Background: an optimization exercise with open tools, aiming at small area and a short achievable clock period. Do not read the settings as production practice.
At most, simulation tests tie the RTL to the original design; equivalence was not proved.
No activity file was given, so power comes from the tool's default toggle rates.

==> flow/design.v <==
module cvt_narrow (
    input  wire [2:0]  rm,
    input  wire        neg,
    input  wire        n0,
    input  wire [15:0] f,
    input  wire        sticky,
    input  wire [15:0] g,
    output wire        up
);
    wire low     = (f[14:0] != 15'd0) || sticky;
    wire inexact = f[15] || low;
    wire [16:0] cc;
    assign cc[0] = 1'b0;
    genvar gi;
    generate for (gi = 0; gi < 16; gi = gi + 1) begin : g_c
        assign cc[gi+1] = (f[gi] & g[gi]) | (cc[gi] & (f[gi] | g[gi]));
    end endgenerate
    wire sr_up = cc[16];
    assign up = rm[2] ? sr_up :
                rm[1] ? (inexact && (rm[0] ^ neg)) :
                        (!rm[0] && f[15] && (low || n0));
endmodule
module cvt_lane (
    input  wire [31:0] x,
    input  wire [15:0] g,
    input  wire [2:0]  fmt,       
    input  wire [2:0]  rm,
    input  wire        denorm,
    output reg  [15:0] res,
    output reg         ovf,
    output reg         flushed,
    output reg         nan_lost
);
    wire        s = x[31];
    wire [7:0]  e = x[30:23];
    wire [22:0] m = x[22:0];
    wire e_zero  = (e == 8'h00);
    wire e_ones  = (e == 8'hFF);
    wire m_zero  = (m == 23'd0);
    wire is_nan  = e_ones && !m_zero;
    wire is_inf  = e_ones && m_zero;
    wire is_zero = e_zero && m_zero;
    wire in_flush = e_zero && !m_zero && !denorm;    
    wire f_e2 = fmt[2];
    wire f_bf = !fmt[2] && (fmt[1:0] == 2'd0);
    wire f_fp = !fmt[2] && (fmt[1:0] == 2'd1);
    wire f_e4 = !fmt[2] && (fmt[1:0] == 2'd2);
    wire f_e5 = !fmt[2] && (fmt[1:0] == 2'd3);
    wire keep_sub = denorm || f_e2;                  
    wire [23:0] sig = {!e_zero, m};
    wire [7:0]  ee  = {e[7:1], e[0] | e_zero};
    wire lo_fp = (ee < 8'd113);                      
    wire lo_e4 = (ee < 8'd121);
    wire lo_e2 = (ee < 8'd127);
    wire shsub = keep_sub && ((f_fp || f_e5) ? lo_fp : f_e4 ? lo_e4 : f_e2 && lo_e2);
    wire sub   = shsub || e_zero;
    wire [4:0] c5   = f_fp ? 5'd17 : f_e5 ? 5'd25 : f_e4 ? 5'd0 : 5'd8;
    wire [4:0] dsub = c5 - ee[4:0];
    wire       tbig = f_fp ? (ee < 8'd82) : f_e5 ? (ee < 8'd90) : f_e4 ? (ee < 8'd97) : (ee < 8'd105);
    wire [4:0] t0   = f_bf ? 5'd3 : f_fp ? 5'd0 : f_e4 ? 5'd7 : f_e5 ? 5'd8 : 5'd9;
    wire       tsat = shsub && tbig;
    wire [4:0] t    = shsub ? dsub : t0;
    wire [26:0] a0 = {sig, 3'b000};
    wire [26:0] a1 = t[0] ? {1'b0,  a0[26:1]}  : a0;
    wire [26:0] a2 = t[1] ? {2'b0,  a1[26:2]}  : a1;
    wire [26:0] a3 = t[2] ? {4'b0,  a2[26:4]}  : a2;
    wire [26:0] a4 = t[3] ? {8'b0,  a3[26:8]}  : a3;
    wire [26:0] a5 = t[4] ? {16'b0, a4[26:16]} : a4;
    wire sticky = tsat || (t[0] && a0[0]) || (t[1] && (a1[1:0] != 2'd0)) ||
                  (t[2] && (a2[3:0] != 4'd0)) || (t[3] && (a3[7:0] != 8'd0)) ||
                  (t[4] && (a4[15:0] != 16'd0));
    wire [26:0] z = tsat ? 27'd0 : a5;
    wire [10:0] n = z[26:16];
    wire [15:0] f = z[15:0];
    wire up;
    cvt_narrow u_rnd (.rm(rm), .neg(s), .n0(n[0]), .f(f), .sticky(sticky), .g(g), .up(up));
    wire [7:0] ebf = sub ? 8'd0 :
                     f_bf ? ee :
                     (f_fp || f_e5) ? {3'd0, ~ee[4], ee[3:0]} :
                     f_e4 ? {4'd0, ~ee[3], ee[2:0]} :
                            {6'd0, ~ee[1], ee[0]};
    reg [14:0] body;
    always @* begin
        case (1'b1)
            f_bf:    body = {ebf[7:0], n[6:0]};
            f_fp:    body = {ebf[4:0], n[9:0]};
            f_e4:    body = {8'd0, ebf[3:0], n[2:0]};
            f_e5:    body = {8'd0, ebf[4:0], n[1:0]};
            default: body = {12'd0, ebf[1:0], n[0]};
        endcase
    end
    reg  [14:0] pre;                                 
    integer k;
    always @* begin
        pre[0] = 1'b1;
        for (k = 1; k < 15; k = k + 1)
            pre[k] = pre[k-1] && body[k-1];
    end
    wire [14:0] rbody = body ^ (pre & {15{up}});
    wire ones = f_bf ? pre[7] : f_fp ? pre[10] : f_e4 ? pre[3] : f_e5 ? pre[2] : pre[1];
    wire c = up && ones;
    reg ov_big, ov_edge;
    always @* begin
        case (1'b1)
            f_bf:    begin ov_big = 1'b0;          ov_edge = (ee == 8'd254) && c; end
            f_fp,
            f_e5:    begin ov_big = (ee >= 8'd143); ov_edge = (ee == 8'd142) && c; end
            f_e4:    begin ov_big = (ee >= 8'd136);
                           ov_edge = (ee == 8'd135) && ((n[2:0] == 3'd7) || ((n[2:0] == 3'd6) && up)); end
            default: begin ov_big = (ee >= 8'd130); ov_edge = (ee == 8'd129) && c; end
        endcase
    end
    wire over = !e_zero && (ov_big || ov_edge);
    reg fl_lo, fl_edge;
    always @* begin
        case (1'b1)
            f_fp, f_e5: begin fl_lo = (ee < 8'd112); fl_edge = (ee == 8'd112); end
            f_e4:       begin fl_lo = (ee < 8'd120); fl_edge = (ee == 8'd120); end
            default:    begin fl_lo = 1'b0;          fl_edge = 1'b0; end
        endcase
    end
    wire tiny_zero = keep_sub ? (sub && (n[9:0] == 10'd0) && !up)
                              : (fl_lo || (fl_edge && !c));
    wire fin     = !e_ones;
    wire over_f  = fin && over;
    wire k_zero  = is_zero || in_flush || (fin && tiny_zero);
    wire k_const = e_ones || over_f;
    wire inf_res = rm[2] || (rm[1:0] == 2'd0) || (rm[1] && (rm[0] ^ s));
    wire to_inf  = is_inf || inf_res;
    reg [14:0] cm;
    always @* begin
        case (1'b1)
            f_bf:    cm = is_nan ? 15'h7FC0 : to_inf ? 15'h7F80 : 15'h7F7F;
            f_fp:    cm = is_nan ? 15'h7E00 : to_inf ? 15'h7C00 : 15'h7BFF;
            f_e4:    cm = is_nan ? 15'h007F : 15'h007E;
            f_e5:    cm = is_nan ? 15'h007E : to_inf ? 15'h007C : 15'h007B;
            default: cm = is_nan ? 15'h0000 : 15'h0007;
        endcase
    end
    wire [14:0] mag = k_const ? cm : (rbody & {15{!k_zero}});
    wire s8 = f_e4 || f_e5;
    always @* begin
        res[15]   = s && (f_bf || f_fp);
        res[14:8] = mag[14:8];
        res[7]    = s8 ? s : mag[7];
        res[6:4]  = mag[6:4];
        res[3]    = f_e2 ? (s && !is_nan) : mag[3];
        res[2:0]  = mag[2:0];
        ovf       = is_inf || (over_f && (rm != 3'd1));
        flushed   = in_flush || (fin && !is_zero && tiny_zero);
        nan_lost  = is_nan && f_e2;
    end
endmodule
module cvtn_slice #(
    parameter LANES = 4
) (
    input  wire                 clk,
    input  wire                 rst_n,
    input  wire                 in_valid,
    input  wire [2:0]           in_fmt,
    input  wire [2:0]           in_rm,
    input  wire                 in_denorm,
    input  wire [32*LANES-1:0]  in_x,
    input  wire [16*LANES-1:0]  in_g,
    output reg                  out_valid,
    output reg  [16*LANES-1:0]  out_res,
    output reg  [LANES-1:0]     out_ovf,
    output reg  [LANES-1:0]     out_flushed,
    output reg  [LANES-1:0]     out_nan_lost
);
    wire [16*LANES-1:0] res;
    wire [LANES-1:0]    ovf, flushed, nan_lost;
    genvar l;
    generate
        for (l = 0; l < LANES; l = l + 1) begin : g_lane
            cvt_lane u_lane (
                .x(in_x[32*l +: 32]), .g(in_g[16*l +: 16]),
                .fmt(in_fmt), .rm(in_rm), .denorm(in_denorm),
                .res(res[16*l +: 16]), .ovf(ovf[l]), .flushed(flushed[l]),
                .nan_lost(nan_lost[l]));
        end
    endgenerate
    always @(posedge clk) begin
        if (!rst_n) out_valid <= 1'b0;
        else        out_valid <= in_valid;
        out_res      <= res;
        out_ovf      <= ovf;
        out_flushed  <= flushed;
        out_nan_lost <= nan_lost;
    end
endmodule
Settings: LEC_CHECK=0, ABC_AREA=1, CAP_MARGIN=20, CORE_MARGIN=2, CORE_UTILIZATION=35, PLACE_DENSITY=0.5, SLEW_MARGIN=20; clock period 12.0 ns.
run.sh (not shown) runs the stock make flow with config.mk's settings and CLKGATE_MAP_FILE= SYNTH_SCRIPT=/design/flow/synth_recipe.tcl, a recipe that flattens the netlist after the stock synthesis.
Change:
- CORE_UTILIZATION: 35 -> 55
- PLACE_DENSITY: 0.5 -> 0.65
- SETUP_SLACK_MARGIN: not set -> 4
Combinational power came out higher by about 4%.
Setup slack improved by 1.4 ns.
Global-route usage came out higher by 12 points.
Critical path depth came out lower by 8.
Synthesized cell count stays the same.
Area after synthesis does not change.
Via count came out higher by 8.6%.
Flip-flop and latch count is unchanged.
Function was not checked in any run of this note: the RTL went through the layout flow alone.

---

cvtn_slice, a different RTL version from the one above (not shown whole).
Size: roughly 3400 cells after synthesis, roughly 310 flip-flops, about 21000 um^2 of cells after synthesis.
export LEC_CHECK = 0
export ABC_AREA = 1
export CAP_MARGIN = 20
export CORE_MARGIN = 2
export CORE_UTILIZATION = 40
export CTS_BUF_LIST = sky130_fd_sc_hd__clkbuf_16
export CTS_CLUSTER_DIAMETER = 100
export CTS_CLUSTER_SIZE = 30
export PLACE_DENSITY = 0.55
export SETUP_SLACK_MARGIN = 5
export SLEW_MARGIN = 20
create_clock -name core_clock -period 12.0 [get_ports {clk}]
standard.sh (not shown) runs the stock make flow with config.mk's settings and CLKGATE_MAP_FILE= SYNTH_SCRIPT=/design/flow/synth_recipe.tcl, a recipe that flattens the netlist after the stock synthesis.
==> flow/flow/run.sh <==
#!/bin/bash
set -euo pipefail
export BUFFER_PORTS_ARGS="-buffer_cell sky130_fd_sc_hd__buf_1"
bash standard.sh SETUP_SLACK_MARGIN=8.5 finish > standard_finish.log 2>&1
The baseline produced a clean layout.
Edit:
Settings changed: CORE_UTILIZATION 40 to 45, GPL_ROUTABILITY_DRIVEN set to 0, PLACE_DENSITY 0.55 to 0.6.
First-iteration DRC count came out higher by 28%.
Routed wire length fell by 3.9%.
Sequential power stays flat.
Total power came out lower by 3.6%.
Final area shrinks by 2.1%.
Die area fell by 11%.
Synthesized cell count does not change.
Register-to-register slack is better by 60 ps.
Cell count went down by 2.3%.
Edit:
==> flow/flow/run.sh (replaced) <==
#!/bin/bash
set -euo pipefail
export BUFFER_PORTS_ARGS="-buffer_cell sky130_fd_sc_hd__buf_1"
bash standard.sh SETUP_SLACK_MARGIN=8.45 finish > standard_finish.log 2>&1
Settings changed: GPL_ROUTABILITY_DRIVEN 0 to not set.
Sequential share of layout area stays flat.
Power increases by 0.85%.
Die area is unchanged.
Design area decreases by 0.43%.
Register-to-register slack loses 90 ps.
Cell count stays flat.
Global-route usage decreases by 0.39 points.
Wire length decreases by 0.36%.
Core utilization decreases by 0.23 points.

[re-timing with driven ports]
No port has a modelled driver above. Below, the same layouts with a new extraction and two added sets of constraints. Step 1 sets driving cells, clkbuf_16 on the clock port and buf_2 on the other inputs (assumed; they add their load-dependent delay and slew). Step 2 adds t to the input delays and takes it off the output delays; t is the mean of the earliest and latest rising clock arrival at the registers after step 1. Input paths then give back, and output paths get back, about the clock's delay inside the block. Three values: ideal ports, drivers, drivers and shift; two values: the first two.
| run | t, ns | slack for setup (ns) | worst hold slack (ns) | worst register clock-pin slew, ns | worst data-port slew with drivers (ns) |
|---|---|---|---|---|---|
| the first run of note 1 | 0.427 | 2.788 / 2.815 / 2.388 | 2.555 / 2.532 / 2.959 | 0.08 / 0.08 | 0.10 |
| the second run of note 1 | 0.401 | 4.198 / 4.226 / 3.825 | 2.581 / 2.554 / 2.955 | 0.07 / 0.07 | 0.09 |
| the first run of note 2 | 0.623 | 8.520 / 8.460 / 8.015 | 0.437 / 0.437 / 0.437 | 0.11 / 0.11 | 0.07 |
| the second run of note 2 | 0.607 | 8.468 / 8.455 / 7.864 | 0.411 / 0.411 / 0.411 | 0.11 / 0.11 | 0.09 |
| the third run of note 2 | 0.605 | 8.465 / 8.408 / 7.928 | 0.414 / 0.414 / 0.414 | 0.11 / 0.11 | 0.07 |
After both steps every run listed still meets setup and hold. The setup slack of the second run of note 2, which loses most, moves by -0.013 ns with the drivers and by -0.604 ns with both steps.
